This design comes from an exercise in tuning for small area, a short achievable clock period and few clock cycles per item on the open sky130 flow, not from production work. Only simulation tests tie the RTL to the original design; equivalence was not proved. Power is estimated from default activity; no workload was simulated.

run D:
==> flow/design.v (excerpt) <==
module bs_encoder (
    input  wire         clk,
    input  wire         rst,         
    input  wire         in_valid,
    output wire         in_ready,
    input  wire [31:0]  in_data,     
    input  wire [1:0]   in_fmt,      
    input  wire         in_rm,       
    output wire         out_valid,
    input  wire         out_ready,
    output wire [7:0]   out_scale,
    output wire [255:0] out_data,
    output wire         out_of
);
Size: about 2100 cells after synthesis, about 940 flip-flops, about 310 I/O pins, roughly 0.030 mm2 of cells after synthesis.
Settings: LEC_CHECK=0, CAP_MARGIN=20, CORE_MARGIN=2, CORE_UTILIZATION=40, SLEW_MARGIN=20; clock period 14.0 ns.
standard.sh (not shown) runs the stock make flow with config.mk's settings and CLKGATE_MAP_FILE= SYNTH_SCRIPT=/design/flow/synth_recipe.tcl, a recipe that flattens the netlist after the stock synthesis.
==> flow/flow/run.sh <==
#!/bin/bash
# Standard layout, with plain buffers (not delay cells) on the ports and a
# clock tree of fewer, smaller buffers without dummy loads.
set -euo pipefail
export BUFFER_PORTS_ARGS="-buffer_cell sky130_fd_sc_hd__buf_1"
export CTS_ARGS="-sink_clustering_enable -repair_clock_nets -dont_use_dummy_load -sink_clustering_size 16 -sink_clustering_max_diameter 60 -buf_list sky130_fd_sc_hd__clkbuf_8 -root_buf sky130_fd_sc_hd__clkbuf_16"
bash standard.sh > standard.log 2>&1
Run D has completed all stages; timing, DRC and antenna checks passed.
Testbench counts of run D, summed over its fixed seeds: cycles 49,440, items 1,536.
Changes in run C relative to run D:
Settings: an added ABC_AREA of 1.
Notes after the runs:
- Run C went all the way through synthesis, placement and routing and the layout is clean on timing, DRC and antenna.
- Both conditions hold for run D: the flow ran to the end and the final layout passed the timing, DRC and antenna checks.
- Compared run C vs run D, and setup slack after layout is down in run C.
- Going from run D to run C, arrival time of data at the critical path endpoint closely matched the old numbers; share of cells above drive strength 1 decreased by 0.48 points relative to the old numbers; final cell count increased by 188 relative to the old numbers; final layout net count increased by 7.9% relative to the old numbers.
- The utilization number comes out lower for run D vs run C.
- Compare run C and run D | final setup skew lower: run D
- The floorplan row count of run C falls short of that of run D by 1.
- NOTE: worst-case headroom to the max-slew limit in run C exceeds that of run D
- Total power down 2.0% in run C wrt run D
- There was hardly any difference in smallest hold slack between run C and run D.


Another version of the RTL of bs_encoder (not shown whole).
Size: roughly 2200 cells after synthesis, roughly 310 I/O pins, roughly 29000 µm² of cells after synthesis.
export LEC_CHECK = 0
export ABC_AREA = 1
export CAP_MARGIN = 20
export CORE_MARGIN = 2
export CORE_UTILIZATION = 40
export SLEW_MARGIN = 20
create_clock -name core_clock -period 14.0 [get_ports {clk}]
==> flow/flow/run.sh <==
#!/bin/bash
# Standard layout, with plain buffers (not delay cells) on the ports and a
# clock tree of fewer, smaller buffers without dummy loads.
set -euo pipefail
export BUFFER_PORTS_ARGS="-buffer_cell sky130_fd_sc_hd__buf_2"
export CTS_ARGS="-sink_clustering_enable -repair_clock_nets -dont_use_dummy_load -sink_clustering_size 16 -sink_clustering_max_diameter 60 -buf_list sky130_fd_sc_hd__clkbuf_8 -root_buf sky130_fd_sc_hd__clkbuf_16"
bash standard.sh > standard.log 2>&1
The starting point went through all stages and came out clean.
Testbench counts at the start, summed over its fixed seeds: cycles 49,432, items 1,536.
Then changed:
==> flow/flow/run.sh (replaced) <==
#!/bin/bash
# Standard layout, with plain buffers (not delay cells) on the ports and a
# clock tree of fewer, smaller buffers without dummy loads.
set -euo pipefail
export BUFFER_PORTS_ARGS="-buffer_cell sky130_fd_sc_hd__buf_1"
export CTS_ARGS="-sink_clustering_enable -repair_clock_nets -dont_use_dummy_load -sink_clustering_size 20 -sink_clustering_max_diameter 50 -buf_list sky130_fd_sc_hd__clkbuf_16 -root_buf sky130_fd_sc_hd__clkbuf_16"
bash standard.sh > standard.log 2>&1
Result: Via count goes up by 1.1%; clock-buffer cell count goes up by 5; cell area goes up by 1.4%; clock skew goes up by 3.2 ps; routed wire length goes up by 0.66%; utilization goes up by 0.65 points; non-clock buffer count goes up by 1; die area is unchanged; setup slack degrades by 14 ps; power goes up by 11%.
Then changed:
==> flow/flow/run.sh (replaced) <==
#!/bin/bash
# Standard layout, with plain buffers (not delay cells) on the ports and a
# clock tree of fewer, smaller buffers without dummy loads.
set -euo pipefail
export BUFFER_PORTS_ARGS="-buffer_cell sky130_fd_sc_hd__buf_1"
export CTS_ARGS="-sink_clustering_enable -repair_clock_nets -dont_use_dummy_load -sink_clustering_size 16 -sink_clustering_max_diameter 60 -buf_list sky130_fd_sc_hd__clkbuf_8 -root_buf sky130_fd_sc_hd__clkbuf_16"
bash standard.sh > standard.log 2>&1
Power decreases by roughly a tenth.
Global-route usage hardly moves.
Setup slack gets better by 15 ps.
Wire length stays flat.
First-iteration DRC count increases slightly.
Design area decreases by a few percent.
Synthesized area stays the same.
Combinational power is about the same.
Worst hold slack gets worse by 7.2 ps.
Maximum frequency goes up slightly.


Setup of violet:
bs_encoder, a different RTL version from the one above (not shown whole).
Size in the first run: ~980 flip-flops, about 30000 um2 of cells after synthesis.
// bs_encoder
module bs_encoder (
    input  wire         clk,
    input  wire         rst,         
    input  wire         in_valid,
    output wire         in_ready,
    input  wire [31:0]  in_data,     
    input  wire [1:0]   in_fmt,      
    input  wire         in_rm,       
    output wire         out_valid,
    input  wire         out_ready,
    output wire [7:0]   out_scale,
    output wire [255:0] out_data,
    output wire         out_of
);
==> flow/config.mk <==
export PLATFORM = sky130hd
export DESIGN_NAME = bs_encoder
export DESIGN_NICKNAME = bs_encoder
export VERILOG_FILES = /design/flow/design.v
export SDC_FILE = /design/flow/constraint.sdc
export NUM_CORES = 4
export LEC_CHECK = 0
export CAP_MARGIN = 20
export CORE_MARGIN = 2
export CORE_UTILIZATION = 40
export SLEW_MARGIN = 20
==> flow/constraint.sdc <==
create_clock -name core_clock -period 14.0 [get_ports {clk}]
set_input_delay 2.8000 -clock core_clock [delete_from_list [all_inputs] [get_ports {clk}]]
set_output_delay 2.8000 -clock core_clock [all_outputs]
set_load 0.01 [all_outputs]
==> flow/flow/run.sh <==
#!/bin/bash
# Standard layout, with plain buffers (not delay cells) on the ports.
set -euo pipefail
export BUFFER_PORTS_ARGS="-buffer_cell sky130_fd_sc_hd__buf_1"
bash standard.sh > standard.log 2>&1
Testbench counts of violet, summed over its fixed seeds: cycles 49,440, items 1,536.
Edits applied to the flow inputs when going from violet to cedar:
- an added CTS_BUF_LIST of sky130_fd_sc_hd__clkbuf_8
==> flow/run.sh (new file) <==
#!/bin/bash
# synth_recipe.tcl (not shown) runs the flow's synth.tcl, then flattens the netlist and writes it again
# the make line also repeats each setting of config.mk as NAME=value (left out here)
make -C /OpenROAD-flow-scripts/flow DESIGN_CONFIG=/design/flow/config.mk WORK_HOME=/design/flow/orfs CLKGATE_MAP_FILE= SYNTH_SCRIPT=/design/flow/synth_recipe.tcl finish
removed: flow/flow/run.sh
removed: flow/standard.sh
[summary]
The highest clock rate was comparable across cedar and violet.
The final reports for cedar and violet show multi-input logic portion of the cell area lower in the former.
cedar: non-clock buffer count is 1.2% higher than what violet reported.
Sort cedar and violet by layout-stage area growth over the synthesis result, ascending, and violet comes first.
Register-to-register slack: cedar vs violet — no meaningful difference
Compared with violet, cedar has extra setup slack.
Comparing violet against cedar, there is no change at all in die area.
cedar ends up with a data required time at the worst endpoint that is 0.13 ns higher than in violet.

[port drivers added, routing unchanged]
The flow's constraints put no driver on any port. The routed layouts listed below were extracted and timed again, unchanged, in two steps. Step 1: set_driving_cell puts a clkbuf_16 on clk and a buf_2 on each other input, an assumption about the parent block. Step 2 moves the port delays by t, midway between the first and last clock arrival at a register: inputs arrive t later, outputs are due t later. That takes back most of the time a late clock gives input paths. Slacks: ideal / step 1 / step 2; pairs: ideal / step 1.
run | shift t [ns] | setup slack, ns | worst data-port slew with drivers (ns)
run D | 0.615 | 9.951 / 9.888 / 9.756 | 0.10
run C | 0.611 | 9.942 / 9.881 / 9.816 | 0.05
the first run of note 2 | 0.611 | 10.012 / 9.955 / 9.753 | 0.11
the second run of note 2 | 0.636 | 9.998 / 9.941 / 9.763 | 0.11
the third run of note 2 | 0.607 | 10.013 / 9.956 / 9.768 | 0.11
violet | 0.697 | 9.038 / 9.038 / 9.038 | 0.10
cedar | 0.832 | 9.045 / 9.045 / 9.045 | 0.11
After both steps every run listed still meets setup and hold. The setup slack of the first run of note 2, which loses most, moves by -0.057 ns with the drivers and by -0.259 ns with both steps.
